Context: an optimization exercise on an open-source flow, tuned for small area, a short achievable clock period and few clock cycles. The choices shown serve that exercise and are no tape-out recipe.
No run shown here included a check of the RTL's function; only the layout flow was run.

`design.v`:
```
module qsc_decoder (
    input  wire        clk,
    input  wire        rst,
    input  wire        cmd_valid,
    output wire        cmd_ready,
    input  wire [5:0]  cmd_width_m1,
    input  wire [5:0]  cmd_lines_m1,
    input  wire        cmd_hist_reset,
    input  wire [14:0] cmd_nbytes,
    input  wire [7:0]  cmd_fill,
    input  wire        in_valid,
    output wire        in_ready,
    input  wire [7:0]  in_data,
    output wire        out_valid,
    input  wire        out_ready,
    output wire [7:0]  out_pix,
    output wire        done,
    output wire [2:0]  status
);
    localparam [2:0] ST_OK       = 3'd0;
    localparam [2:0] ST_SHORT    = 3'd1;
    localparam [2:0] ST_TRAILING = 3'd2;
    localparam [2:0] ST_SYNTAX   = 3'd7;
    localparam [2:0] S_IDLE = 3'd0;    
    localparam [2:0] S_DEC  = 3'd1;    
    localparam [2:0] S_ERR  = 3'd2;    
    localparam [2:0] S_TAIL = 3'd3;    
    localparam [2:0] S_FIN  = 3'd4;    
    integer i;
    reg [2:0]  state;
    reg        cmd_ready_r;
    reg        in_ready_r;
    reg        done_r;
    reg [2:0]  stat;
    reg [5:0]  w_m1;
    reg [5:0]  l_m1;
    reg [7:0]  fill_val;
    reg [14:0] bytes_left;         
    reg [5:0]  j;
    reg [5:0]  ln;
    reg        zero_line;          
    reg [7:0]  a_r, b_r, c_r;
    reg [7:0]  r0;
    reg [7:0]  s32 [0:31];
    reg [7:0]  s16 [0:15];
    reg [7:0]  s8  [0:7];
    reg [7:0]  s4  [0:3];
    reg [7:0]  s2  [0:1];
    reg [7:0]  s1;
    reg [13:0] acc [0:15];         
    reg [5:0]  cnt_n [0:15];       
    reg [2:0]  kr [0:15];          
    reg [15:0] cv;                 
    reg [3:0]  lctx;               
    reg [13:0] l_a;
    reg [5:0]  l_n;
    reg        l_v;
    reg [4:0]  ri;
    reg        in_run;             
    reg        after_run;          
    reg        run_is_rem;         
    reg [5:0]  run_left;           
    reg [39:0] bb;                 
    reg [5:0]  nbits;              
    reg [7:0]  ibyte;
    reg        ibyte_v;
    reg        ov;
    reg [7:0]  opix;
    function [1:0] qz;
        input [7:0] d;
        begin
            if (d == 8'd0)       qz = 2'd0;
            else if (d <= 8'd3)  qz = 2'd1;
            else if (d <= 8'd15) qz = 2'd2;
            else                 qz = 2'd3;
        end
    endfunction
    function [7:0] absdiff;
        input [7:0] x;
        input [7:0] y;
        begin
            absdiff = (x > y) ? (x - y) : (y - x);
        end
    endfunction
    function [7:0] med;
        input [7:0] a;
        input [7:0] b;
        input [7:0] c;
        reg ab, ca, cb, ac, bc;
        begin
            ab = (a > b);
            ca = (c >= a);
            cb = (c >= b);
            ac = (a >= c);
            bc = (b >= c);
            if (ca && cb)      med = ab ? b : a;       
            else if (ac && bc) med = ab ? a : b;       
            else               med = a + b - c;
        end
    endfunction
    function [3:0] jtab;
        input [4:0] r;
        begin
            case (r)
                5'd0,  5'd1,  5'd2,  5'd3:  jtab = 4'd0;
                5'd4,  5'd5,  5'd6,  5'd7:  jtab = 4'd1;
                5'd8,  5'd9,  5'd10, 5'd11: jtab = 4'd2;
                5'd12, 5'd13, 5'd14, 5'd15: jtab = 4'd3;
                5'd16, 5'd17:               jtab = 4'd4;
                5'd18, 5'd19:               jtab = 4'd5;
                5'd20, 5'd21:               jtab = 4'd6;
                5'd22, 5'd23:               jtab = 4'd7;
                5'd24:                      jtab = 4'd8;
                5'd25:                      jtab = 4'd9;
                5'd26:                      jtab = 4'd10;
                5'd27:                      jtab = 4'd11;
                5'd28:                      jtab = 4'd12;
                5'd29:                      jtab = 4'd13;
                5'd30:                      jtab = 4'd14;
                default:                    jtab = 4'd15;
            endcase
        end
    endfunction
    function [2:0] kfor;
        input [13:0] av;
        input [5:0]  nv;
        integer kk;
        begin
            kfor = 3'd7;
            for (kk = 6; kk >= 0; kk = kk - 1)
                if (({8'd0, nv} << kk) >= av) kfor = kk[2:0];
        end
    endfunction
    function [7:0] addm;
        input [7:0] p;
        input [7:0] mv;
        begin
            addm = p + ({1'b0, mv[7:1]} ^ {8{mv[0]}});
        end
    endfunction
    wire       flat = (a_r == b_r) && (b_r == c_r);
    wire [3:0] ctx  = {qz(absdiff(b_r, c_r)), qz(absdiff(a_r, c_r))};
    wire       hit  = l_v && (lctx == ctx);
    wire       cvx  = cv[ctx];
    wire [2:0] k_l  = kfor(l_a, l_n);
    wire [2:0] k    = hit ? k_l : cvx ? kr[ctx] : 3'd2;
    wire [13:0] a_cur = hit ? l_a : cvx ? acc[ctx] : 14'd4;
    wire [5:0]  n_cur = hit ? l_n : cvx ? cnt_n[ctx] : 6'd1;
    wire [7:0] pred = med(a_r, b_r, c_r);
    reg [4:0]  q;
    reg [39:0] v;
    always @(*) begin
        v = bb;
        q = 5'd0;
        if (v[39:24] == 16'd0) begin q[4] = 1'b1; v = {v[23:0], 16'd0}; end
        if (v[39:32] == 8'd0)  begin q[3] = 1'b1; v = {v[31:0], 8'd0};  end
        if (v[39:36] == 4'd0)  begin q[2] = 1'b1; v = {v[35:0], 4'd0};  end
        if (v[39:38] == 2'd0)  begin q[1] = 1'b1; v = {v[37:0], 2'd0};  end
        if (v[39] == 1'b0)     begin q[0] = 1'b1; v = {v[38:0], 1'd0};  end
    end
    wire        z24  = (bb[39:16] == 24'd0);   
    wire        esc  = (q == 5'd23);
    wire [7:0]  t    = v[38:31];               
    reg [7:0]  m_k   [0:7];
    reg [7:0]  pix_k [0:7];
    reg [7:0]  ovf_k;
    reg [15:0] qt;
    integer kk;
    always @(*) begin
        qt = {3'd0, q, t};
        for (kk = 0; kk < 8; kk = kk + 1) begin
            m_k[kk]   = qt[(8 - kk) +: 8];
            ovf_k[kk] = (qt >> (8 - kk)) > 16'd255;
            pix_k[kk] = addm(pred, m_k[kk]);
        end
    end
    wire [7:0]  pix_e = addm(pred, t);
    wire [7:0]  m     = esc ? t : m_k[k];
    wire        movf  = !esc && ovf_k[k];
    wire [7:0]  pix   = esc ? pix_e : pix_k[k];
    wire [5:0]  len_r = {1'b0, q} + 6'd1 + (esc ? 6'd8 : {3'd0, k});
    wire [5:0]  need_r = z24 ? 6'd24 : len_r;
    wire        more   = ibyte_v || (bytes_left != 15'd0);
    reg [22:0] okpos;              
    always @(*) begin
        for (i = 0; i < 23; i = i + 1) okpos[22 - i] = (nbits >= i + 8);
    end
    wire        r_ok   = (nbits >= 6'd32) || ((bb[39:17] & okpos) != 23'd0) ||
                         (z24 && nbits >= 6'd24) || !more;
    wire        r_short  = (nbits < need_r);
    wire        r_syntax = z24 || movf;
    wire [14:0] a_sum = {1'b0, a_cur} + {7'd0, m};
    wire        halve = (n_cur == 6'd63);
    wire [13:0] a_new = halve ? a_sum[14:1] : a_sum[13:0];
    wire [5:0]  n_new = halve ? 6'd32 : n_cur + 6'd1;
    wire [3:0]  jr     = jtab(ri);
    wire        rbit   = bb[39];
    wire [14:0] rem    = bb[38:24] >> (4'd15 - jr);
    wire [5:0]  need_run = rbit ? 6'd1 : 6'd1 + {2'd0, jr};
    wire        u_ok   = (nbits >= need_run) || !more;
    wire        u_short = (nbits < need_run);
    wire [6:0]  left   = {1'b0, w_m1} - {1'b0, j} + 7'd1;    
    wire        full   = (jr <= 4'd6) && ((7'd1 << jr) <= left);
    wire [6:0]  chunk_cnt = full ? (7'd1 << jr) : left;
    wire        u_syntax = !rbit && ({8'd0, rem} >= {8'd0, left});
    wire out_free = !ov || out_ready;
    wire in_fill = (run_left != 6'd0);
    wire at_top  = !in_fill && (in_run || (flat && !after_run));
    wire regular = !in_fill && !at_top;
    wire go    = (state == S_DEC) && out_free &&
                 (in_fill || (at_top ? u_ok : r_ok));
    wire fail  = at_top ? (u_short || u_syntax) : regular ? (r_short || r_syntax) : 1'b0;
    wire [2:0] fail_stat = (at_top ? u_short : r_short) ? ST_SHORT : ST_SYNTAX;
    wire no_pix = at_top && !rbit && (rem == 15'd0) && !fail;
    wire emit  = go && !no_pix;
    wire [7:0] value = regular ? pix : a_r;
    wire last_j    = (j == w_m1);
    wire last_line = (ln == l_m1);
    wire [5:0] dsel = w_m1 - 6'd1;
    wire [7:0] in32 = r0;
    wire [7:0] in16 = dsel[5] ? s32[31] : in32;
    wire [7:0] in8  = dsel[4] ? s16[15] : in16;
    wire [7:0] in4  = dsel[3] ? s8[7]   : in8;
    wire [7:0] in2  = dsel[2] ? s4[3]   : in4;
    wire [7:0] in1  = dsel[1] ? s2[1]   : in2;
    wire [7:0] tap  = dsel[0] ? s1      : in1;
    wire       w1     = (w_m1 == 6'd0);
    wire [7:0] up     = (zero_line && !last_j) ? 8'd0 : tap;    
    wire [7:0] b_next = w1 ? value : up;
    wire fill_go = (state == S_ERR) && out_free;
    wire        merge  = ibyte_v && (nbits <= 6'd32);
    wire [39:0] bbm    = merge ? (bb | ({ibyte, 32'd0} >> nbits)) : bb;
    wire [5:0]  nbm    = merge ? nbits + 6'd8 : nbits;
    wire        hold   = !go || in_fill;
    wire [39:0] bb_n   = hold ? bbm : at_top ? (bbm << need_run) : (bbm << len_r);
    wire        in_hs  = in_valid && in_ready_r;
    wire        pix_out = emit || fill_go;
    wire [7:0]  pix_val = (fill_go || fail) ? fill_val : value;
    assign cmd_ready = cmd_ready_r;
    assign in_ready  = in_ready_r;
    assign out_valid = ov;
    assign out_pix   = opix;
    assign done      = done_r;
    assign status    = stat;
    wire [14:0] bl_n = bytes_left - (in_hs ? 15'd1 : 15'd0);
    wire        ib_n = in_hs ? 1'b1 : (merge ? 1'b0 : ibyte_v);
    wire [5:0]  nb_top = nbm - need_run;
    wire [5:0]  nb_n = hold ? nbm : at_top ? nb_top : (nbm - len_r);
    wire [5:0]  nb_lb = hold ? nbm : at_top ? nb_top : (nbm - {1'b0, q} - 6'd1);
    always @(posedge clk) begin
        if (l_v) begin
            acc[lctx]   <= l_a;
            cnt_n[lctx] <= l_n;
            kr[lctx]    <= k_l;
        end
        if (emit) begin
            r0 <= value;
            s32[0] <= in32;
            for (i = 1; i < 32; i = i + 1) s32[i] <= s32[i - 1];
            s16[0] <= in16;
            for (i = 1; i < 16; i = i + 1) s16[i] <= s16[i - 1];
            s8[0] <= in8;
            for (i = 1; i < 8; i = i + 1) s8[i] <= s8[i - 1];
            s4[0] <= in4;
            for (i = 1; i < 4; i = i + 1) s4[i] <= s4[i - 1];
            s2[0] <= in2;
            s2[1] <= s2[0];
            s1 <= in1;
        end
        if (pix_out) opix <= pix_val;
        if (in_hs)   ibyte <= in_data;
        if (rst) begin
            state       <= S_IDLE;
            cmd_ready_r <= 1'b1;
            in_ready_r  <= 1'b0;
            done_r      <= 1'b0;
            stat        <= ST_OK;
            ov          <= 1'b0;
            ibyte_v     <= 1'b0;
            bytes_left  <= 15'd0;
        end else begin
            done_r <= 1'b0;
            if (pix_out)        ov <= 1'b1;
            else if (out_ready) ov <= 1'b0;
            bytes_left <= bl_n;
            if (l_v) cv[lctx] <= 1'b1;
            case (state)
                S_IDLE: begin
                    in_ready_r <= 1'b0;
                    if (cmd_valid && cmd_ready_r) begin
                        cmd_ready_r <= 1'b0;
                        w_m1       <= cmd_width_m1;
                        l_m1       <= cmd_lines_m1;
                        fill_val   <= cmd_fill;
                        bytes_left <= cmd_nbytes;
                        in_ready_r <= (cmd_nbytes != 15'd0);
                        ibyte_v    <= 1'b0;
                        bb         <= 40'd0;
                        nbits      <= 6'd0;
                        stat       <= ST_OK;
                        j          <= 6'd0;
                        ln         <= 6'd0;
                        in_run     <= 1'b0;
                        after_run  <= 1'b0;
                        run_left   <= 6'd0;
                        zero_line  <= cmd_hist_reset;
                        if (cmd_hist_reset) begin
                            a_r <= 8'd0;
                            b_r <= 8'd0;
                            c_r <= 8'd0;
                            cv  <= 16'd0;
                            l_v <= 1'b0;
                            ri  <= 5'd0;
                        end
                        state <= S_DEC;
                    end
                end
                S_DEC: begin
                    ibyte_v    <= ib_n;
                    bb         <= bb_n;
                    nbits      <= nb_n;
                    in_ready_r <= (bl_n != 15'd0) && (!ib_n || nb_lb <= 6'd32);
                    if (go) begin
                        if (in_fill) begin
                            run_left <= run_left - 6'd1;
                            if (run_left == 6'd1 && run_is_rem) after_run <= 1'b1;
                        end else if (at_top) begin
                            if (rbit) begin
                                in_run     <= 1'b1;
                                run_is_rem <= 1'b0;
                                run_left   <= chunk_cnt[5:0] - 6'd1;
                                if (full && ri != 5'd31) ri <= ri + 5'd1;
                            end else begin
                                in_run     <= 1'b0;
                                run_is_rem <= 1'b1;
                                if (ri != 5'd0) ri <= ri - 5'd1;
                                if (rem <= 15'd1) after_run <= 1'b1;
                                if (rem != 15'd0) run_left <= rem[5:0] - 6'd1;
                            end
                        end else begin
                            after_run <= 1'b0;
                            lctx <= ctx;
                            l_a  <= a_new;
                            l_n  <= n_new;
                            l_v  <= 1'b1;
                        end
                        if (emit) begin
                            b_r <= w1 ? value : up;
                            a_r <= (last_j && !w1) ? up : value;
                            c_r <= !last_j ? b_r : w1 ? value : up;
                            if (last_j) begin
                                j         <= 6'd0;
                                ln        <= ln + 6'd1;
                                zero_line <= 1'b0;
                                in_run    <= 1'b0;
                                after_run <= 1'b0;
                                run_left  <= 6'd0;
                            end else begin
                                j   <= j + 6'd1;
                            end
                        end
                        if (fail) begin
                            stat <= fail_stat;
                            if (last_j && last_line) state <= S_FIN;
                            else                     state <= S_ERR;
                            in_ready_r <= (bl_n != 15'd0);
                        end else if (emit && last_j && last_line) begin
                            state <= S_TAIL;
                        end
                    end
                end
                S_ERR: begin
                    in_ready_r <= (bl_n != 15'd0);
                    if (fill_go) begin
                        if (last_j) begin
                            j  <= 6'd0;
                            ln <= ln + 6'd1;
                            if (last_line) state <= S_FIN;
                        end else begin
                            j <= j + 6'd1;
                        end
                    end
                end
                S_TAIL: begin
                    in_ready_r <= (bl_n != 15'd0);
                    if (bytes_left != 15'd0 || ibyte_v || nbits >= 6'd8 || bb != 40'd0)
                        stat <= ST_TRAILING;
                    state <= S_FIN;
                end
                S_FIN: begin
                    in_ready_r <= (bl_n != 15'd0);
                    if (bl_n == 15'd0 && out_free) begin
                        done_r      <= 1'b1;
                        cmd_ready_r <= 1'b1;
                        state       <= S_IDLE;
                    end
                end
                default: state <= S_IDLE;
            endcase
        end
    end
endmodule
```
`run.sh`:
```
#!/bin/bash
# synth_recipe.tcl (not shown) runs the flow's synth.tcl, then flattens the netlist and writes it again
# the make line also repeats each setting of config.mk as NAME=value (left out here)
make -C /OpenROAD-flow-scripts/flow DESIGN_CONFIG=/design/flow/config.mk WORK_HOME=/design/flow/orfs CLKGATE_MAP_FILE= SYNTH_SCRIPT=/design/flow/synth_recipe.tcl finish
```
`config.mk`:
```
export PLATFORM = sky130hd
export DESIGN_NAME = qsc_decoder
export DESIGN_NICKNAME = qsc_decoder
export VERILOG_FILES = /design/flow/design.v
export SDC_FILE = /design/flow/constraint.sdc
export NUM_CORES = 4
export LEC_CHECK = 0
export ABC_CLOCK_PERIOD_IN_PS = 5000
export CAP_MARGIN = 20
export CORE_MARGIN = 2
export CORE_UTILIZATION = 40
export SETUP_SLACK_MARGIN = 5
export SLEW_MARGIN = 20
```
`constraint.sdc`:
```
create_clock -name core_clock -period 12.0 [get_ports {clk}]
set_input_delay 2.4000 -clock core_clock [delete_from_list [all_inputs] [get_ports {clk}]]
set_output_delay 2.4000 -clock core_clock [all_outputs]
set_load 0.01 [all_outputs]
```
==> results of run 1 <==
==> Yosys cell counts (all sizes together), types with 16 or more instances <==
master     n
a211oi   104
a21o      45
a21oi    266
a221oi    19
a22oi     28
a311oi    41
a31oi     32
and2      21
and3      16
buf       67
clkbuf   159
dfxtp     30
edfxtp  1054
fa        19
ha       190
inv      159
mux2      72
mux2i    249
nand2    392
nand2b    29
nand3     57
nand4     29
nor2     423
nor2b     23
nor3      85
nor4      26
o211ai    22
o21a      33
o21ai    244
o22a      16
o22ai     41
or3       19
xnor2     91
xor2      43
==> worst max path at each step <==
| stage | startpoint | endpoint | slack (ns) | cells past startpoint |
|---|---|---|---|---|
| floorplan | b_r[5] | r0[0] | -2.15 | 32 |
| global placement | bb[26] | s16[15][6] | 1.89 | 31 |
| detailed placement | bb[26] | s16[12][6] | 1.64 | 30 |
| CTS | c_r[0] | s32[9][6] | 4.67 | 37 |
| global route | c_r[0] | s16[12][1] | 4.29 | 39 |
| finish | c_r[0] | a_r[7] | 4.53 | 33 |
==> metal layers <==
metal,vias to the layer above,GRT usage
li1,17100,-
met1,18400,0.297
met2,1510,0.317
met3,310,0.0376
met4,0,0.0756
met5,-,0
==> repair_timing <==
action | 4_1_cts | 5_1_grt
pin swaps | 71 | 96
gates resized for setup | 276 | 179
endpoints found under the setup margin | 672 | 652
cloned | 36 | 38
setup buffers | 149 | 82
endpoints found under the hold margin | 0 | 0
==> state kept, by name, summed over array words and instances, names as in the netlist, 14 cells and up <==
register,cells
cv,16
s32,256
s16,128
s4,32
bytes_left,15
s2,16
s8,64
kr,48
bb,40
cnt_n,96
acc,224
l_a,14
==> through the flow <==
stage,utilization,worst slack [ns]
6_report,0.495,4.53
4_1_cts,0.479,4.67
3_3_place_gp,0.426,1.89
2_1_floorplan,-,-2.15
3_5_place_dp,0.426,1.64
5_1_grt,0.495,4.29
==> final cells by class <==
type	count	share of cell area
Inverter	164	0.00982
Tap cell	1755	0.0337
Timing Repair Buffer	438	0.0800
Clock buffer	140	0.0446
Sequential cell	1084	0.495
Timing Repair inverter	2	0.000192
Clock inverter	59	0.0104
Multi-Input combinational cell	2881	0.327
==> critical path, delay by kind of cell (launching register included) <==
kind	cells	cell delay, ns
multiplexers	1	0.30
XOR/XNOR	1	0.16
AO/OA/AOI/OAI	14	2.62
AND/OR/NAND/NOR	6	1.88
flip-flops	1	0.38
buffers and inverters	8	1.10
adder cells (fa/ha/maj)	3	0.80
==> kinds of logic (layout without fill, tap and decap cells) <==
| group | after synthesis | in the layout |
|---|---|---|
| adders and majority gates | 210 | 210 |
| and+or+nand+nor | 1168 | 1171 |
| AOI/OAI and AO/OA | 1036 | 1037 |
| DFF | 1084 | 1084 |
| muxes | 326 | 329 |
| xor gates and xnor gates | 134 | 134 |
| buffers and inverters | 390 | 803 |
==> flow_metrics.env, run 1 <==
export IMPL_route_met3_wl_um=10300
export IMPL_yosys_area_share_adder=0.0519
export IMPL_rsz0062_at_grt="yes"
export IMPL_grt_max_degree=65
export IMPL_layout_cells_most_common_list="edfxtp_1 (1054), nor2_1 (388), nand2_1 (373)"
export IMPL_synth_edff_count=1054
export IMPL_netlist_instances=4348
export IMPL_num_rows=133
export IMPL_die_w_um=369
export IMPL_stdcell_count=6523
export IMPL_yosys_warnings=8
export IMPL_clk_latency_ns=0.78
export IMPL_synth_seq_area_share=0.605
export IMPL_cp_slowest_stage_delay_ns=0.51
export IMPL_vias=37300
export IMPL_postCtsHoldBufs=0
export IMPL_syn_area_per_cell_um2=12.3
export IMPL_synth_top_family_by_area="compound AO/OA/AOI/OAI gates"
export IMPL_drtAntennaViolNets=0
export IMPL_slew_limit_headroom=0.283
export IMPL_place_area_um2=56200
export IMPL_synthesis_area_um2=53300
export IMPL_wl_per_cell_um=22.8
export IMPL_worst_ep_arrival_time_ns=7.98
export IMPL_root_buffer="clkbuf_16"
export IMPL_antenna_cells=0
export IMPL_muxShareOfSynthArea=0.0643
export IMPL_fillCellCount=11400
export IMPL_grt_usage=0.208
export IMPL_maxSlewViolCount=0
export IMPL_grt_pass1_wl_um=218000
export IMPL_reg2reg_to="a_r[7]"
export IMPL_drtIter0Drc=3933
export IMPL_core_area_um2=132000
export IMPL_antenna_found_initial=2
export IMPL_crit_fanout=18
export IMPL_multi_input_area_um2=21300
export IMPL_end_kind="flip-flop"
export IMPL_io_buffers=63
export IMPL_worst_pin_slew_ns=1.07
export IMPL_wl_um=149000
export IMPL_via_per_inst=5.72
export IMPL_seqCellArea_um2=32300
export IMPL_highest_layer="met4"
export IMPL_critPathSlowestCell="or4_4"
export IMPL_clk_pin_slew_worst_paths_ns=0.07
export IMPL_rr_worst_depth=33
export IMPL_remaining_drc_errors=0
export IMPL_finalSetupTns_ns=0
export IMPL_status="no timing/DRC/antenna violations"
export IMPL_drive_above_1_share=0.197
export IMPL_hold_depth=0
export IMPL_r2r_setup_slack_ns=4.53
export IMPL_die_h_um=369
export IMPL_nNetsFinal=4941
export IMPL_cts_tree="done"
export IMPL_finalCriticalPeriod_ns=7.47
export IMPL_cp_common_cell="buf_4"
export IMPL_post_route_period_util=0.623
export IMPL_area_growth_pct=22.4
export IMPL_dp_cells=6018
export IMPL_synth_nets=4606
export IMPL_setup_viol=0
export IMPL_synth_xor_area_frac=0.0220
export IMPL_holdWs_ns=0.383
export IMPL_hpwl_um=89600
export IMPL_final_area_um2=65200
export IMPL_routabilityCongestion=0.957
export IMPL_cts_buffers=112
export IMPL_finClkSkew_ns=0.0970
export IMPL_grt_overflow_total=0
export IMPL_synthSimpleGateAreaFrac=0.0987
export IMPL_htree_levels=3
export IMPL_path_class="flip-flop to flip-flop"
export IMPL_ys_flop_type="edfxtp_1"
export IMPL_synth_cell_type_count=116
export IMPL_yosysTopAreaCell="edfxtp_1"
export IMPL_clock_fmax_mhz=134
export IMPL_synth_compound_area_frac=0.129
export IMPL_ioPinCount=64
export IMPL_async_flop_share=0
export IMPL_yosysTopAreaCellShare=0.594
export IMPL_die_area_um2=136000
export IMPL_timing_rr_start="c_r[0]"
export IMPL_synth_area_leaders="edfxtp_1 (59%), mux2i_1 (4.6%), ha_1 (4.5%), nor2_1 (3.0%), nand2_1 (2.8%)"
export IMPL_hold_class="flip-flop to flip-flop"
export IMPL_grt_pass1_vias=35200
export IMPL_drt_met1_wl_um=66400
export IMPL_hold_end="s32[12][0]"
export IMPL_layout_commonest_cell="edfxtp_1"
export IMPL_worstPathRequired_ns=12.51
export IMPL_start_util=0.404
export IMPL_maxCapViolCount=0
export IMPL_timing_critical_path_from_type="flip-flop"
export IMPL_holdCritStartpoint="s32[11][0]"
export IMPL_dr_pass1_iters=6
export IMPL_clock_sinks=1084
export IMPL_ys_seq_elements=1084
export IMPL_hold_violations=0
export IMPL_wl_met2_um=67000
export IMPL_cts_buffer_depth=3
==> run 2, diff against run 1 <==
--- a/design.v
+++ b/design.v
@@ -177,7 +177,12 @@
     wire [7:0]  pix_e = addm(pred, t);
     wire [7:0]  m     = esc ? t : m_k[k];
     wire        movf  = !esc && ovf_k[k];
-    wire [7:0]  pix   = esc ? pix_e : pix_k[k];
+    reg  [7:0]  pix;
+    always @(*) begin
+        pix = {8{esc}} & pix_e;
+        for (kk = 0; kk < 8; kk = kk + 1)
+            pix = pix | ({8{!esc && (k == kk)}} & pix_k[kk]);
+    end
     wire [5:0]  len_r = {1'b0, q} + 6'd1 + (esc ? 6'd8 : {3'd0, k});
     wire [5:0]  need_r = z24 ? 6'd24 : len_r;
     wire        more   = ibyte_v || (bytes_left != 15'd0);
--- a/config.mk
+++ b/config.mk
@@ -5,9 +5,8 @@
 export SDC_FILE = /design/flow/constraint.sdc
 export NUM_CORES = 4
 export LEC_CHECK = 0
-export ABC_CLOCK_PERIOD_IN_PS = 5000
 export CAP_MARGIN = 20
 export CORE_MARGIN = 2
 export CORE_UTILIZATION = 40
-export SETUP_SLACK_MARGIN = 5
+export SETUP_SLACK_MARGIN = 4
 export SLEW_MARGIN = 20
==> run 2 against run 1 <==
  * Core utilization is 3.5 points lower
  * Register-to-register slack lost 0.24 ns
  * Critical path type unchanged
==> flow_metrics.env, run 2 <==
export IMPL_yosys_warnings=8
export IMPL_fillCellCount=12400
export IMPL_drtAntennaViolNets=0
export IMPL_critPathSlowestCell="fa_2"
export IMPL_synth_area_leaders="edfxtp_1 (57%), ha_1 (5.6%), nand2_1 (3.3%), a21oi_1 (2.9%), mux2i_1 (2.6%)"
export IMPL_antenna_found_initial=1
export IMPL_root_buffer="clkbuf_16"
export IMPL_timing_rr_start="a_r[3]"
export IMPL_holdCritStartpoint="s32[6][5]"
export IMPL_die_area_um2=142000
export IMPL_layout_cells_most_common_list="edfxtp_1 (1054), nand2_1 (487), nor2_1 (337)"
export IMPL_antenna_cells=0
export IMPL_rsz0062_at_grt="no"
export IMPL_routabilityCongestion=0.957
export IMPL_maxCapViolCount=0
export IMPL_syn_area_per_cell_um2=11.9
export IMPL_hold_violations=0
export IMPL_grt_overflow_total=0
export IMPL_via_per_inst=5.92
export IMPL_status="no timing/DRC/antenna violations"
export IMPL_reg2reg_to="opix[7]"
export IMPL_top_regs="s32 (256), acc (224), s16 (128)"
export IMPL_clock_fmax_mhz=130
export IMPL_path_class="flip-flop to flip-flop"
export IMPL_grt_usage=0.222
export IMPL_grt_max_degree=212
export IMPL_core_area_um2=137000
export IMPL_ioPinCount=64
export IMPL_hpwl_um=107000
export IMPL_wl_per_cell_um=24.5
export IMPL_clk_latency_ns=0.77
export IMPL_yosysTopAreaCell="edfxtp_1"
export IMPL_largest_register="s32"
export IMPL_setup_viol=0
export IMPL_netlist_instances=4645
export IMPL_finClkSkew_ns=0.0805
export IMPL_maxSlewViolCount=0
export IMPL_hold_class="flip-flop to flip-flop"
export IMPL_die_h_um=376
export IMPL_ys_flop_type="edfxtp_1"
export IMPL_finalSetupTns_ns=0
export IMPL_post_route_period_util=0.643
export IMPL_hold_depth=0
export IMPL_crit_fanout=17
export IMPL_remaining_drc_errors=0
export IMPL_worst_pin_slew_ns=1.10
export IMPL_synthesis_area_um2=55400
export IMPL_rr_worst_depth=31
export IMPL_start_util=0.403
export IMPL_ys_seq_elements=1084
export IMPL_worstPathRequired_ns=12.49
export IMPL_htree_levels=3
export IMPL_dr_pass1_iters=7
export IMPL_layout_commonest_cell="edfxtp_1"
export IMPL_finalCriticalPeriod_ns=7.71
export IMPL_timing_critical_path_from_type="flip-flop"
export IMPL_die_w_um=376
export IMPL_cts_buffers=106
export IMPL_postCtsHoldBufs=0
export IMPL_synth_edff_count=1054
export IMPL_synth_cell_type_count=113
export IMPL_synth_common_cells="edfxtp_1 (1054), nand2_1 (490), nor2_1 (362), a21oi_1 (326), ha_1 (247)"
export IMPL_cts_tree="done"
export IMPL_grt_pass1_wl_um=238000
export IMPL_hold_end="s32[7][5]"
export IMPL_r2r_setup_slack_ns=4.29
export IMPL_nNetsFinal=5080
export IMPL_io_buffers=63
export IMPL_yosysTopAreaCellShare=0.571
export IMPL_grt_pass1_vias=36400
export IMPL_holdWs_ns=0.356
export IMPL_clk_pin_slew_worst_paths_ns=0.07
export IMPL_area_growth_pct=14.2
export IMPL_cp_slowest_stage_delay_ns=0.52
export IMPL_synth_seq_area_share=0.582
export IMPL_largest_reg_flops=256
export IMPL_drive_above_1_share=0.127
export IMPL_synth_nets=4968
export IMPL_worst_ep_arrival_time_ns=8.20
export IMPL_num_rows=136
export IMPL_vias=39300
export IMPL_wl_um=163000
export IMPL_synth_most_common_cell="edfxtp_1"
export IMPL_cts_buffer_depth=3
export IMPL_drtIter0Drc=4877
export IMPL_async_flop_share=0
export IMPL_end_kind="flip-flop"
export IMPL_clock_sinks=1084
export IMPL_slew_limit_headroom=0.265
run 2: how the worst max path moves through the flow:
stage | startpoint | to
2_1_floorplan | out_ready | r0[0]
3_3_place_gp | bb[36] | opix[7]
3_5_place_dp | bb[36] | opix[7]
4_1_cts | b_r[0] | opix[2]
5_1_grt | b_r[0] | opix[7]
6_report | a_r[3] | opix[7]
run 2: repair_timing:
item | 4_1_cts | 5_1_grt
gates cloned | 5 | 6
pin swaps | 11 | 17
resized for setup | 66 | 82
endpoints found under the setup margin | 100 | 76
buffers inserted | 25 | 37
run 2: per-layer routing:
layer,GRT usage,part of all wire,vias to the layer above
met5,0,0,-
met4,0.0711,0.034,0
met3,0.0400,0.083,371
met2,0.332,0.44,1810
met1,0.325,0.45,19300
li1,-,-,17800
run 2: final cells by class:
cell class,count,area [um^2],share of cell area
clock buffer,137,2840,0.0449
clock inverter,59,653,0.0103
inverter,180,709,0.0112
multi-input combinational,3153,22400,0.354
sequential,1084,32300,0.510
tap,1794,2240,0.0355
timing repair buffer,232,2170,0.0344
run 2: cells by family after synthesis:
kind of cell,share of synthesized area
AOI/OAI and AO/OA,0.138
and+or+nand+nor,0.103
muxes,0.0484
xor gates and xnor gates,0.0322
adders and majority gates,0.0659
buffers and inverters,0.0299
DFF,0.582
run 2: metrics by stage:
stage / util / instance area, um^2 / setup WS (ns) / cells
after floorplan: - / 55500 / 0.983 / 4645
after global placement: 0.424 / 58400 / 2.32 / 6368
after detailed placement: 0.424 / 58400 / 2.10 / 6369
after CTS: 0.454 / 62500 / 4.00 / 6595
after global routing: 0.460 / 63300 / 3.96 / 6639
final: 0.460 / 63300 / 4.29 / 6639
run 2: critical path, delay by kind of cell (launching register included):
family                     cells  cell delay, ns
AOI/OAI and AO/OA             14            2.87
muxes                          1            0.33
adders and majority gates      3            1.28
buffers and inverters          5            0.79
DFF                            1            0.49
and+or+nand+nor                8            1.65
==> run 3, diff against run 2 <==
--- a/design.v
+++ b/design.v
@@ -40,6 +40,9 @@
     reg [5:0]  ln;
     reg        zero_line;          
     reg [7:0]  a_r, b_r, c_r;
+    reg [1:0]  qb_r;               
+    reg        cb_r, bc_r;         
+    reg [7:0]  dbc_r;              
     reg [7:0]  r0;
     reg [7:0]  s32 [0:31];
     reg [7:0]  s16 [0:15];
@@ -86,16 +89,17 @@
         input [7:0] a;
         input [7:0] b;
         input [7:0] c;
-        reg ab, ca, cb, ac, bc;
+        input       cb;
+        input       bc;
+        input [7:0] dbc;
+        reg ab, ca, ac;
         begin
             ab = (a > b);
             ca = (c >= a);
-            cb = (c >= b);
             ac = (a >= c);
-            bc = (b >= c);
             if (ca && cb)      med = ab ? b : a;       
             else if (ac && bc) med = ab ? a : b;       
-            else               med = a + b - c;
+            else               med = a + dbc;
         end
     endfunction
     function [3:0] jtab;
@@ -138,29 +142,31 @@
             addm = p + ({1'b0, mv[7:1]} ^ {8{mv[0]}});
         end
     endfunction
-    wire       flat = (a_r == b_r) && (b_r == c_r);
-    wire [3:0] ctx  = {qz(absdiff(b_r, c_r)), qz(absdiff(a_r, c_r))};
+    wire       flat = (a_r == b_r) && cb_r && bc_r;
+    wire [3:0] ctx  = {qb_r, qz(absdiff(a_r, c_r))};
     wire       hit  = l_v && (lctx == ctx);
     wire       cvx  = cv[ctx];
     wire [2:0] k_l  = kfor(l_a, l_n);
     wire [2:0] k    = hit ? k_l : cvx ? kr[ctx] : 3'd2;
     wire [13:0] a_cur = hit ? l_a : cvx ? acc[ctx] : 14'd4;
     wire [5:0]  n_cur = hit ? l_n : cvx ? cnt_n[ctx] : 6'd1;
-    wire [7:0] pred = med(a_r, b_r, c_r);
+    wire [7:0] pred = med(a_r, b_r, c_r, cb_r, bc_r, dbc_r);
     reg [4:0]  q;
-    reg [39:0] v;
+    reg [7:0]  t;
+    reg [23:0] seen;               
+    reg        fi;
     always @(*) begin
-        v = bb;
         q = 5'd0;
-        if (v[39:24] == 16'd0) begin q[4] = 1'b1; v = {v[23:0], 16'd0}; end
-        if (v[39:32] == 8'd0)  begin q[3] = 1'b1; v = {v[31:0], 8'd0};  end
-        if (v[39:36] == 4'd0)  begin q[2] = 1'b1; v = {v[35:0], 4'd0};  end
-        if (v[39:38] == 2'd0)  begin q[1] = 1'b1; v = {v[37:0], 2'd0};  end
-        if (v[39] == 1'b0)     begin q[0] = 1'b1; v = {v[38:0], 1'd0};  end
+        t = 8'd0;
+        for (i = 0; i < 24; i = i + 1) begin
+            seen[i] = (i == 0) ? bb[39] : (seen[i - 1] | bb[39 - i]);
+            fi = bb[39 - i] & ((i == 0) ? 1'b1 : !seen[i - 1]);
+            q = q | ({5{fi}} & i[4:0]);
+            t = t | ({8{fi}} & bb[38 - i -: 8]);
+        end
     end
-    wire        z24  = (bb[39:16] == 24'd0);   
+    wire        z24  = !seen[23];              
     wire        esc  = (q == 5'd23);
-    wire [7:0]  t    = v[38:31];               
     reg [7:0]  m_k   [0:7];
     reg [7:0]  pix_k [0:7];
     reg [7:0]  ovf_k;
@@ -177,12 +183,7 @@
     wire [7:0]  pix_e = addm(pred, t);
     wire [7:0]  m     = esc ? t : m_k[k];
     wire        movf  = !esc && ovf_k[k];
-    reg  [7:0]  pix;
-    always @(*) begin
-        pix = {8{esc}} & pix_e;
-        for (kk = 0; kk < 8; kk = kk + 1)
-            pix = pix | ({8{!esc && (k == kk)}} & pix_k[kk]);
-    end
+    wire [7:0]  pix   = esc ? pix_e : pix_k[k];
     wire [5:0]  len_r = {1'b0, q} + 6'd1 + (esc ? 6'd8 : {3'd0, k});
     wire [5:0]  need_r = z24 ? 6'd24 : len_r;
     wire        more   = ibyte_v || (bytes_left != 15'd0);
@@ -232,6 +233,10 @@
     wire       w1     = (w_m1 == 6'd0);
     wire [7:0] up     = (zero_line && !last_j) ? 8'd0 : tap;    
     wire [7:0] b_next = w1 ? value : up;
+    wire [1:0] qb_n  = last_j ? 2'd0 : qz(absdiff(up, b_r));
+    wire       cb_n  = last_j ? 1'b1 : (b_r >= up);
+    wire       bc_n  = last_j ? 1'b1 : (up >= b_r);
+    wire [7:0] dbc_n = last_j ? 8'd0 : (up - b_r);
     wire fill_go = (state == S_ERR) && out_free;
     wire        merge  = ibyte_v && (nbits <= 6'd32);
     wire [39:0] bbm    = merge ? (bb | ({ibyte, 32'd0} >> nbits)) : bb;
@@ -309,6 +314,10 @@
                         after_run  <= 1'b0;
                         run_left   <= 6'd0;
                         zero_line  <= cmd_hist_reset;
+                        qb_r       <= 2'd0;
+                        cb_r       <= 1'b1;
+                        bc_r       <= 1'b1;
+                        dbc_r      <= 8'd0;
                         if (cmd_hist_reset) begin
                             a_r <= 8'd0;
                             b_r <= 8'd0;
@@ -350,6 +359,10 @@
                             l_v  <= 1'b1;
                         end
                         if (emit) begin
+                            qb_r  <= qb_n;
+                            cb_r  <= cb_n;
+                            bc_r  <= bc_n;
+                            dbc_r <= dbc_n;
                             b_r <= w1 ? value : up;
                             a_r <= (last_j && !w1) ? up : value;
                             c_r <= !last_j ? b_r : w1 ? value : up;
--- a/config.mk
+++ b/config.mk
@@ -8,5 +8,5 @@
 export CAP_MARGIN = 20
 export CORE_MARGIN = 2
 export CORE_UTILIZATION = 40
-export SETUP_SLACK_MARGIN = 4
+export SETUP_SLACK_MARGIN = 3
 export SLEW_MARGIN = 20
==> run 3 against run 2 <==
  * Critical path depth grew 2
  * Synthesized cell count shrank 3.6%
  * Die area shrank 0.46%
  * Clock-buffer cell count grew 10
  * Sequential share of layout area grew 1.6 points
  * Critical endpoint is now l_a[8]
  * Maximum frequency shrank 8.8%
  * Critical path type unchanged
  * Non-clock buffer count shrank 55
==> flow_metrics.env, run 3 <==
export IMPL_yosys_warnings=8
export IMPL_cts_tree="done"
export IMPL_postCtsHoldBufs=0
export IMPL_maxSlewViolCount=0
export IMPL_layout_commonest_cell="edfxtp_1"
export IMPL_area_growth_pct=12.5
export IMPL_status="no timing/DRC/antenna violations"
export IMPL_htree_levels=3
export IMPL_yosysTopAreaCellShare=0.580
export IMPL_hold_violations=0
export IMPL_start_util=0.402
export IMPL_finish_utilization=0.452
export IMPL_synth_edff_count=1066
export IMPL_routabilityCongestion=0.938
export IMPL_maxCapViolCount=0
export IMPL_cts_buffers=115
export IMPL_ioPinCount=64
export IMPL_antenna_found_initial=1
export IMPL_end_kind="flip-flop"
export IMPL_r2r_setup_slack_ns=3.54
export IMPL_async_flop_share=0
export IMPL_timing_rr_start="a_r[3]"
export IMPL_hold_class="flip-flop to flip-flop"
export IMPL_clk_latency_ns=0.79
export IMPL_synth_common_cells="edfxtp_1 (1066), nor2_1 (443), a21oi_1 (346), nand2_1 (298), mux2i_1 (235)"
export IMPL_num_rows=136
export IMPL_critPathSlowestCell="a222oi_1"
export IMPL_core_area_um2=137000
export IMPL_worstPathRequired_ns=12.50
export IMPL_syn_area_per_cell_um2=12.3
export IMPL_clock_sinks=1096
export IMPL_netlist_instances=4476
export IMPL_synth_most_common_cell="edfxtp_1"
export IMPL_antenna_cells=0
export IMPL_rsz0062_at_grt="no"
export IMPL_grt_pass1_wl_um=217000
export IMPL_grt_usage=0.199
export IMPL_hold_depth=0
export IMPL_hold_end="s32[17][6]"
export IMPL_worst_pin_slew_ns=1.05
export IMPL_place_area_um2=58100
export IMPL_finalSetupTns_ns=0
export IMPL_setup_viol=0
export IMPL_clk_pin_slew_worst_paths_ns=0.07
export IMPL_ys_flop_type="edfxtp_1"
export IMPL_synth_seq_area_share=0.591
export IMPL_cp_common_cell="a21oi_1"
export IMPL_holdCritStartpoint="s32[16][6]"
export IMPL_grt_pass1_vias=35500
export IMPL_grt_max_degree=124
export IMPL_cts_buffer_depth=3
export IMPL_largest_register="s32"
export IMPL_nNetsFinal=4779
export IMPL_slew_limit_headroom=0.283
export IMPL_rr_worst_depth=33
export IMPL_grt_overflow_total=0
export IMPL_wl_um=143000
export IMPL_reg2reg_to="l_a[8]"
export IMPL_via_per_inst=5.71
export IMPL_finClkSkew_ns=0.101
export IMPL_path_class="flip-flop to flip-flop"
export IMPL_cp_slowest_stage_delay_ns=0.49
export IMPL_clock_fmax_mhz=118
export IMPL_die_w_um=375
export IMPL_drive_above_1_share=0.112
export IMPL_remaining_drc_errors=0
export IMPL_die_area_um2=141000
export IMPL_wl_per_cell_um=22.3
export IMPL_synth_nets=4729
export IMPL_vias=36600
export IMPL_top_regs="s32 (256), acc (224), s16 (128)"
export IMPL_drtAntennaViolNets=0
export IMPL_io_buffers=63
export IMPL_dr_pass1_iters=9
export IMPL_synth_area_leaders="edfxtp_1 (58%), ha_1 (4.3%), mux2i_1 (4.3%), a21oi_1 (3.1%), nor2_1 (3.0%)"
export IMPL_ys_seq_elements=1096
export IMPL_holdWs_ns=0.371
export IMPL_largest_reg_flops=256
export IMPL_crit_fanout=43
export IMPL_final_area_um2=62000
export IMPL_die_h_um=375
export IMPL_finalCriticalPeriod_ns=8.46
export IMPL_synthesis_area_um2=55200
export IMPL_synth_cell_type_count=113
export IMPL_layout_cells_most_common_list="edfxtp_1 (1066), nor2_1 (423), a21oi_1 (342)"
export IMPL_timing_critical_path_from_type="flip-flop"
export IMPL_hpwl_um=93200
export IMPL_worst_ep_arrival_time_ns=8.95
export IMPL_post_route_period_util=0.705
export IMPL_yosysTopAreaCell="edfxtp_1"
export IMPL_fillCellCount=12400
export IMPL_drtIter0Drc=3855
export IMPL_root_buffer="clkbuf_16"
-- run 3: stage by stage --
| step | setup WS [ns] | std cells |
|---|---|---|
| final | 3.54 | 6410 |
| after global routing | 3.01 | 6410 |
| after CTS | 3.08 | 6400 |
| after detailed placement | 2.74 | 6192 |
| after global placement | 2.90 | 6191 |
| after floorplan | -2.24 | 4476 |
-- run 3: worst max-delay path by stage --
stage                      start    endpoint  slack [ns]  cells after the start
after floorplan           a_r[7]        j[0]       -2.24                     32
after global placement    a_r[3]  s32[16][6]        2.90                     31
after detailed placement  a_r[3]  s32[13][6]        2.74                     31
after CTS                 a_r[3]  s32[20][6]        3.08                     31
after global routing      a_r[4]      l_a[9]        3.01                     32
final                     a_r[3]      l_a[8]        3.54                     33
-- run 3: layout make-up --
cell class                      instances  area (um^2)  area share
Clock inverter                         60          714      0.0115
Timing Repair Buffer                  177         1600      0.0257
Timing Repair inverter                  1         5.00   0.0000807
Multi-Input combinational cell       2951        21100       0.341
Tap cell                             1794         2240      0.0362
Sequential cell                      1096        32600       0.526
Inverter                              184          694      0.0112
Clock buffer                          147         3040      0.0490
-- run 3: critical path: cells and delay by family (launching register included) --
family	cells	cell delay, ns
xor+xnor	1	0.06
flops	1	0.46
compound gates	14	3.19
buf+inv	4	0.77
simple gates	8	1.73
fa+ha+maj	2	0.66
mux	4	1.25
-- run 3: kinds of logic after synthesis --
logic type / after synthesis / share of synthesized area
AOI/OAI and AO/OA: 1071 / 0.129
xor gates and xnor gates: 143 / 0.0227
muxes: 362 / 0.0789
adders and majority gates: 205 / 0.0482
and+or+nand+nor: 1170 / 0.0995
buffers and inverters: 429 / 0.0306
DFF: 1096 / 0.591
-- run 3: per-layer routing --
metal | vias to the layer above | GRT usage | part of all wire
li1 | 17100 | - | -
met1 | 18100 | 0.278 | 0.45
met2 | 1176 | 0.313 | 0.46
met3 | 301 | 0.0290 | 0.056
met4 | 0 | 0.0743 | 0.036
met5 | - | 0 | 0
-- run 3: timing repair --
item / CTS / global route
pin swaps: 0 / 3
gates resized for setup: 2 / 19
cloned: 1 / 1
endpoints found under the setup margin: 169 / 564
setup buffers: 0 / 9
==> run 4, diff against run 3 <==
--- a/config.mk
+++ b/config.mk
@@ -8,5 +8,5 @@
 export CAP_MARGIN = 20
 export CORE_MARGIN = 2
 export CORE_UTILIZATION = 40
-export SETUP_SLACK_MARGIN = 3
+export SETUP_SLACK_MARGIN = 4
 export SLEW_MARGIN = 20
==> run 4 against run 3 <==
  * Non-clock buffer count rose by 84
  * Cell count rose by 1.4%
  * Area after synthesis stayed put
  * Hold slack got worse by 0.00099 ns
  * Via count up 1.9%
==> flow_metrics.env, run 4 <==
export IMPL_maxCapViolCount=0
export IMPL_die_w_um=375
export IMPL_drtIter0Drc=3954
export IMPL_clock_fmax_mhz=129
export IMPL_via_per_inst=5.74
export IMPL_largest_register="s32"
export IMPL_synth_common_cells="edfxtp_1 (1066), nor2_1 (443), a21oi_1 (346), nand2_1 (298), mux2i_1 (235)"
export IMPL_cts_buffers=115
export IMPL_post_route_period_util=0.648
export IMPL_yosysTopAreaCellShare=0.580
export IMPL_hold_depth=0
export IMPL_synth_edff_count=1066
export IMPL_slew_limit_headroom=0.198
export IMPL_postCtsHoldBufs=0
export IMPL_die_h_um=375
export IMPL_rr_worst_depth=34
export IMPL_drtAntennaViolNets=0
export IMPL_cts_tree="done"
export IMPL_io_buffers=63
export IMPL_htree_levels=3
export IMPL_cp_slowest_stage_delay_ns=0.77
export IMPL_fin_ws_ns=4.23
export IMPL_hold_class="flip-flop to flip-flop"
export IMPL_antenna_found_initial=0
export IMPL_holdCritStartpoint="s32[16][6]"
export IMPL_timing_critical_path_from_type="flip-flop"
export IMPL_synth_most_common_cell="edfxtp_1"
export IMPL_area_growth_pct=14.9
export IMPL_r2r_setup_slack_ns=4.23
export IMPL_place_area_um2=58100
export IMPL_status="no timing/DRC/antenna violations"
export IMPL_hold_violations=0
export IMPL_finalSetupTns_ns=0
export IMPL_syn_area_per_cell_um2=12.3
export IMPL_ioPinCount=64
export IMPL_hold_end="s32[17][6]"
export IMPL_yosysTopAreaCell="edfxtp_1"
export IMPL_synth_nets=4729
export IMPL_cts_buffer_depth=3
export IMPL_num_rows=136
export IMPL_ys_flop_type="edfxtp_1"
export IMPL_clock_sinks=1096
export IMPL_synth_area_leaders="edfxtp_1 (58%), ha_1 (4.3%), mux2i_1 (4.3%), a21oi_1 (3.1%), nor2_1 (3.0%)"
export IMPL_rsz0062_at_grt="yes"
export IMPL_fillCellCount=12300
export IMPL_grt_max_degree=124
export IMPL_seqCellArea_um2=32600
export IMPL_async_flop_share=0
export IMPL_clk_latency_ns=0.79
export IMPL_start_util=0.402
export IMPL_die_area_um2=141000
export IMPL_reg2reg_to="b_r[5]"
export IMPL_multi_input_area_um2=21500
export IMPL_wl_um=147000
export IMPL_wl_per_cell_um=22.6
export IMPL_path_class="flip-flop to flip-flop"
export IMPL_grt_usage=0.201
export IMPL_ys_seq_elements=1096
export IMPL_core_area_um2=137000
export IMPL_yosys_warnings=8
export IMPL_final_area_um2=63400
export IMPL_finalCriticalPeriod_ns=7.77
export IMPL_end_kind="flip-flop"
export IMPL_grt_pass1_wl_um=220000
export IMPL_drive_above_1_share=0.138
export IMPL_timing_rr_start="a_r[2]"
export IMPL_crit_fanout=22
export IMPL_hpwl_um=93200
export IMPL_remaining_drc_errors=0
export IMPL_nNetsFinal=4868
export IMPL_antenna_cells=0
export IMPL_setup_viol=0
export IMPL_root_buffer="clkbuf_16"
export IMPL_grt_overflow_total=0
export IMPL_netlist_instances=4476
export IMPL_finClkSkew_ns=0.102
export IMPL_vias=37300
export IMPL_worstPathRequired_ns=12.40
export IMPL_worst_pin_slew_ns=1.19
export IMPL_clk_pin_slew_worst_paths_ns=0.06
export IMPL_synth_seq_area_share=0.591
export IMPL_layout_cells_most_common_list="edfxtp_1 (1066), nor2_1 (415), a21oi_1 (338)"
export IMPL_synthesis_area_um2=55200
export IMPL_worst_ep_arrival_time_ns=8.17
export IMPL_layout_commonest_cell="edfxtp_1"
export IMPL_critPathSlowestCell="a21oi_2"
export IMPL_largest_reg_flops=256
export IMPL_synth_cell_type_count=113
export IMPL_grt_pass1_vias=35800
export IMPL_top_regs="s32 (256), acc (224), s16 (128)"
export IMPL_finish_utilization=0.462
export IMPL_dr_pass1_iters=6
export IMPL_maxSlewViolCount=0
export IMPL_routabilityCongestion=0.938
export IMPL_place_ws_ns=2.74
-- run 4: cell counts after synthesis --
Identical to the previous run, type by type.
-- run 4: worst max path at each step --
stage	end	startpoint	slack, ns	cells after the start
after floorplan	j[0]	a_r[7]	-2.24	32
after global placement	s32[16][6]	a_r[3]	2.90	31
after detailed placement	s32[13][6]	a_r[3]	2.74	31
after CTS	c_r[1]	a_r[2]	3.98	29
after global routing	s8[3][6]	a_r[2]	3.92	37
final	b_r[5]	a_r[2]	4.23	34
-- run 4: cell families after synthesis --
| kind of cell | share of synthesized area |
|---|---|
| xor gates and xnor gates | 0.0227 |
| and+or+nand+nor | 0.0995 |
| buffers and inverters | 0.0306 |
| AOI/OAI and AO/OA | 0.129 |
| muxes | 0.0789 |
| DFF | 0.591 |
| adders and majority gates | 0.0482 |
-- run 4: timing repair --
| action | 4_1_cts | 5_1_grt |
|---|---|---|
| pin swaps | 9 | 18 |
| endpoints found under the setup margin | 645 | 617 |
| gates resized for setup | 45 | 66 |
| cloned | 7 | 12 |
| setup buffers | 21 | 60 |
-- run 4: routing by layer --
layer / part of all wire / GRT usage / up-vias
met5: 0 / 0 / -
met3: 0.060 / 0.0296 / 332
met4: 0.039 / 0.0779 / 0
li1: - / - / 17300
met2: 0.46 / 0.318 / 1342
met1: 0.44 / 0.280 / 18400
-- run 4: final cells by class --
type	instances	share of cell area
Sequential cell	1096	0.514
Tap cell	1794	0.0354
Clock buffer	147	0.0479
Clock inverter	60	0.0113
Inverter	184	0.0110
Multi-Input combinational cell	2956	0.339
Timing Repair inverter	1	0.000118
Timing Repair Buffer	261	0.0407
-- run 4: through the flow --
step                std cells  hold WS (ns)
finish                   6499         0.370
global route             6499         0.360
CTS                      6427         0.363
detailed placement       6192         0.405
global placement         6191         0.401
floorplan                4476         0.400
-- run 4: worst max-delay path: cells and delay by family (launching register included) --
kind / cells / cell delay (ns)
flops: 1 / 0.37
fa+ha+maj: 3 / 0.85
buf+inv: 7 / 0.93
xor+xnor: 1 / 0.22
compound gates: 12 / 2.78
mux: 3 / 0.85
simple gates: 8 / 1.37
==> run 5, diff against run 4 <==
--- a/design.v
+++ b/design.v
@@ -183,7 +183,12 @@
     wire [7:0]  pix_e = addm(pred, t);
     wire [7:0]  m     = esc ? t : m_k[k];
     wire        movf  = !esc && ovf_k[k];
-    wire [7:0]  pix   = esc ? pix_e : pix_k[k];
+    reg  [7:0]  pix;
+    always @(*) begin
+        pix = {8{esc}} & pix_e;
+        for (kk = 0; kk < 8; kk = kk + 1)
+            pix = pix | ({8{!esc && (k == kk)}} & pix_k[kk]);
+    end
     wire [5:0]  len_r = {1'b0, q} + 6'd1 + (esc ? 6'd8 : {3'd0, k});
     wire [5:0]  need_r = z24 ? 6'd24 : len_r;
     wire        more   = ibyte_v || (bytes_left != 15'd0);
==> run 5 against run 4 <==
  * Critical endpoint is now l_a[8]
  * Highest routed layer unchanged
  * Die area rose by 2.0%
  * Still clean
==> flow_metrics.env, run 5 <==
export IMPL_routabilityCongestion=0.962
export IMPL_synth_edff_count=1066
export IMPL_slew_limit_headroom=0.256
export IMPL_ioPinCount=64
export IMPL_die_h_um=379
export IMPL_area_growth_pct=13.5
export IMPL_seqCellArea_um2=32600
export IMPL_wl_um=147000
export IMPL_grt_pass1_wl_um=220000
export IMPL_drtIter0Drc=3759
export IMPL_timing_critical_path_from_type="flip-flop"
export IMPL_hold_class="flip-flop to flip-flop"
export IMPL_hold_violations=0
export IMPL_largest_reg_flops=256
export IMPL_finClkSkew_ns=0.0669
export IMPL_worst_ep_arrival_time_ns=8.06
export IMPL_die_w_um=379
export IMPL_synth_most_common_cell="edfxtp_1"
export IMPL_ys_seq_elements=1096
export IMPL_grt_overflow_total=0
export IMPL_via_per_inst=5.66
export IMPL_finalCriticalPeriod_ns=7.64
export IMPL_htree_levels=3
export IMPL_maxCapViolCount=0
export IMPL_root_buffer="clkbuf_16"
export IMPL_drive_above_1_share=0.139
export IMPL_synth_cell_type_count=101
export IMPL_end_kind="flip-flop"
export IMPL_hpwl_um=95200
export IMPL_yosys_warnings=8
export IMPL_layout_commonest_cell="edfxtp_1"
export IMPL_path_class="flip-flop to flip-flop"
export IMPL_layout_cells_most_common_list="edfxtp_1 (1066), nor2_1 (330), nand2_1 (312)"
export IMPL_io_buffers=63
export IMPL_num_rows=137
export IMPL_dp_cells=6292
export IMPL_setup_viol=0
export IMPL_yosysTopAreaCellShare=0.569
export IMPL_finalSetupTns_ns=0
export IMPL_largest_register="s32"
export IMPL_holdWs_ns=0.400
export IMPL_synthesis_area_um2=56300
export IMPL_core_area_um2=140000
export IMPL_top_regs="s32 (256), acc (224), s16 (128)"
export IMPL_antenna_found_initial=1
export IMPL_worst_pin_slew_ns=1.11
export IMPL_r2r_setup_slack_ns=4.36
export IMPL_status="no timing/DRC/antenna violations"
export IMPL_multi_input_area_um2=22400
export IMPL_synth_area_leaders="edfxtp_1 (57%), ha_1 (5.5%), mux2i_1 (3.9%), mux2_2 (2.8%), a21oi_1 (2.6%)"
export IMPL_netlist_instances=4488
export IMPL_nNetsFinal=4908
export IMPL_synth_nets=4805
export IMPL_wl_per_cell_um=22.4
export IMPL_async_flop_share=0
export IMPL_start_util=0.403
export IMPL_dr_pass1_iters=6
export IMPL_yosysTopAreaCell="edfxtp_1"
export IMPL_clk_pin_slew_worst_paths_ns=0.07
export IMPL_grt_pass1_vias=35500
export IMPL_die_area_um2=144000
export IMPL_syn_area_per_cell_um2=12.5
export IMPL_cts_buffers=113
export IMPL_vias=37200
export IMPL_stdcell_count=6565
export IMPL_grt_usage=0.200
export IMPL_clock_sinks=1096
export IMPL_cts_buffer_depth=3
export IMPL_clk_latency_ns=0.75
export IMPL_finish_utilization=0.458
export IMPL_synth_common_cells="edfxtp_1 (1066), nor2_1 (352), nand2_1 (314), a21oi_1 (290), ha_1 (247)"
export IMPL_crit_fanout=13
export IMPL_post_route_period_util=0.637
export IMPL_ys_flop_type="edfxtp_1"
export IMPL_worstPathRequired_ns=12.42
export IMPL_maxSlewViolCount=0
export IMPL_clock_fmax_mhz=131
export IMPL_postCtsHoldBufs=0
export IMPL_cts_tree="done"
export IMPL_synth_seq_area_share=0.580
export IMPL_fillCellCount=12500
export IMPL_rsz0062_at_grt="yes"
export IMPL_drtAntennaViolNets=0
export IMPL_grt_max_degree=200
export IMPL_remaining_drc_errors=0
## run 5: cell types whose count changed in the layout (fill, tap and decap cells not counted), moves of 26 or more
| cell | before | now |
|---|---|---|
| nor2_1 | 415 | 330 |
| mux2_2 | 75 | 142 |
| ha_1 | 182 | 244 |
| a21oi_1 | 338 | 283 |
| a211oi_1 | 92 | 39 |
| xor2_1 | 44 | 80 |
| buf_4 | 164 | 131 |
| o21ai_0 | 161 | 194 |
| xnor2_1 | 98 | 130 |
| a21o_1 | 56 | 82 |
| nor2b_1 | 58 | 32 |
## run 5: final timing paths
kind / depth (start not counted) / startpoint / end
worst min-delay path: 0 / s32[9][4] / s32[10][4]
worst min register to register: 0 / s32[9][4] / s32[10][4]
worst max register to register: 27 / a_r[6] / l_a[8]
worst max-delay path: 27 / a_r[6] / l_a[8]
## run 5: kinds of logic (layout without fill, tap and decap cells)
| logic type | after synthesis | after routing | share of synthesized area |
|---|---|---|---|
| muxes | 414 | 414 | 0.0880 |
| DFF | 1096 | 1096 | 0.580 |
| buffers and inverters | 409 | 608 | 0.0296 |
| xor gates and xnor gates | 214 | 214 | 0.0333 |
| AOI/OAI and AO/OA | 1029 | 1030 | 0.120 |
| other | 0 | 1 | 0 |
| and+or+nand+nor | 1057 | 1057 | 0.0872 |
| adders and majority gates | 269 | 269 | 0.0626 |
## run 5: what timing repair did
| item | CTS | global route |
|---|---|---|
| gates resized for setup | 33 | 29 |
| pin swaps | 4 | 12 |
| setup buffers | 11 | 41 |
| cloned | 4 | 4 |
| endpoints found under the setup margin | 70 | 61 |
## run 5: final cells by class
type,count,area share
Multi-Input combinational cell,2984,0.351
Clock inverter,71,0.0132
Sequential cell,1096,0.511
Tap cell,1876,0.0368
Antenna cell,1,0.0000392
Inverter,185,0.0114
Timing Repair Buffer,211,0.0299
Clock buffer,141,0.0467
## run 5: through the flow
stage	instance area [um^2]	worst slack, ns
CTS	63400	4.02
global route	63900	3.97
global placement	59200	2.80
detailed placement	59200	2.73
finish	63900	4.36
floorplan	56300	-1.48
## run 5: metal layers
layer / part of all wire / wire, um / vias to the layer above / track usage
met3: 0.068 / 10100 / 275 / 0.0349
met2: 0.44 / 65100 / 1347 / 0.299
met5: 0 / 0 / - / 0
li1: - / - / 17200 / -
met4: 0.030 / 4340 / 0 / 0.0642
met1: 0.46 / 67700 / 18300 / 0.293
## run 5: critical path, stage by stage, from the launching register on
cell and delay [ns]:
edfxtp_1 0.52, inv_1 0.08, ha_1 0.43, nand4_2 0.25, o22ai_4 0.29, mux2_2 0.38, or4_4 0.54, a2111oi_4 0.46
buf_12 0.16, mux2_2 0.39, a31o_4 0.32, a211o_4 0.40, and3_1 0.29, nor2_1 0.20, inv_1 0.11, nor4b_2 0.32
a311oi_2 0.08, buf_4 0.18, fa_1 0.45, a21o_1 0.18, a21oi_2 0.17, o21bai_1 0.08, a21oi_1 0.23, o21bai_1 0.13
a21oi_4 0.23, buf_4 0.15, xor2_1 0.19, o21ai_0 0.11

## port drivers added, routing unchanged
In the flow no input, the clock included, has a driving cell. The finished layouts below were timed again as built, in two steps.
Step 1, drivers: a clkbuf_16 drives clk and a buf_2 each remaining input, both assumed.
Step 2 times the ports against the registers' clock, not the clock port: input delays grow and output delays shrink by t, the midpoint of the rising clock arrivals with the driver on.
a / b / c = ideal ports / drivers / drivers and shift; a / b = the first two.
| run | t (ns) | slack for setup (ns) | worst data-port slew with drivers (ns) | cell pins on the clock port's net |
|---|---|---|---|---|
| run 1 | 0.801 | 4.527 / 4.527 / 4.527 | 0.08 | 1 |
| run 2 | 0.791 | 4.290 / 4.290 / 4.290 | 0.10 | 1 |
| run 3 | 0.812 | 3.545 / 3.545 / 3.545 | 0.09 | 1 |
| run 4 | 0.813 | 4.230 / 4.230 / 4.230 | 0.08 | 1 |
| run 5 | 0.794 | 4.355 / 4.355 / 4.355 | 0.16 | 1 |
After both steps setup and hold are still met in every run listed.
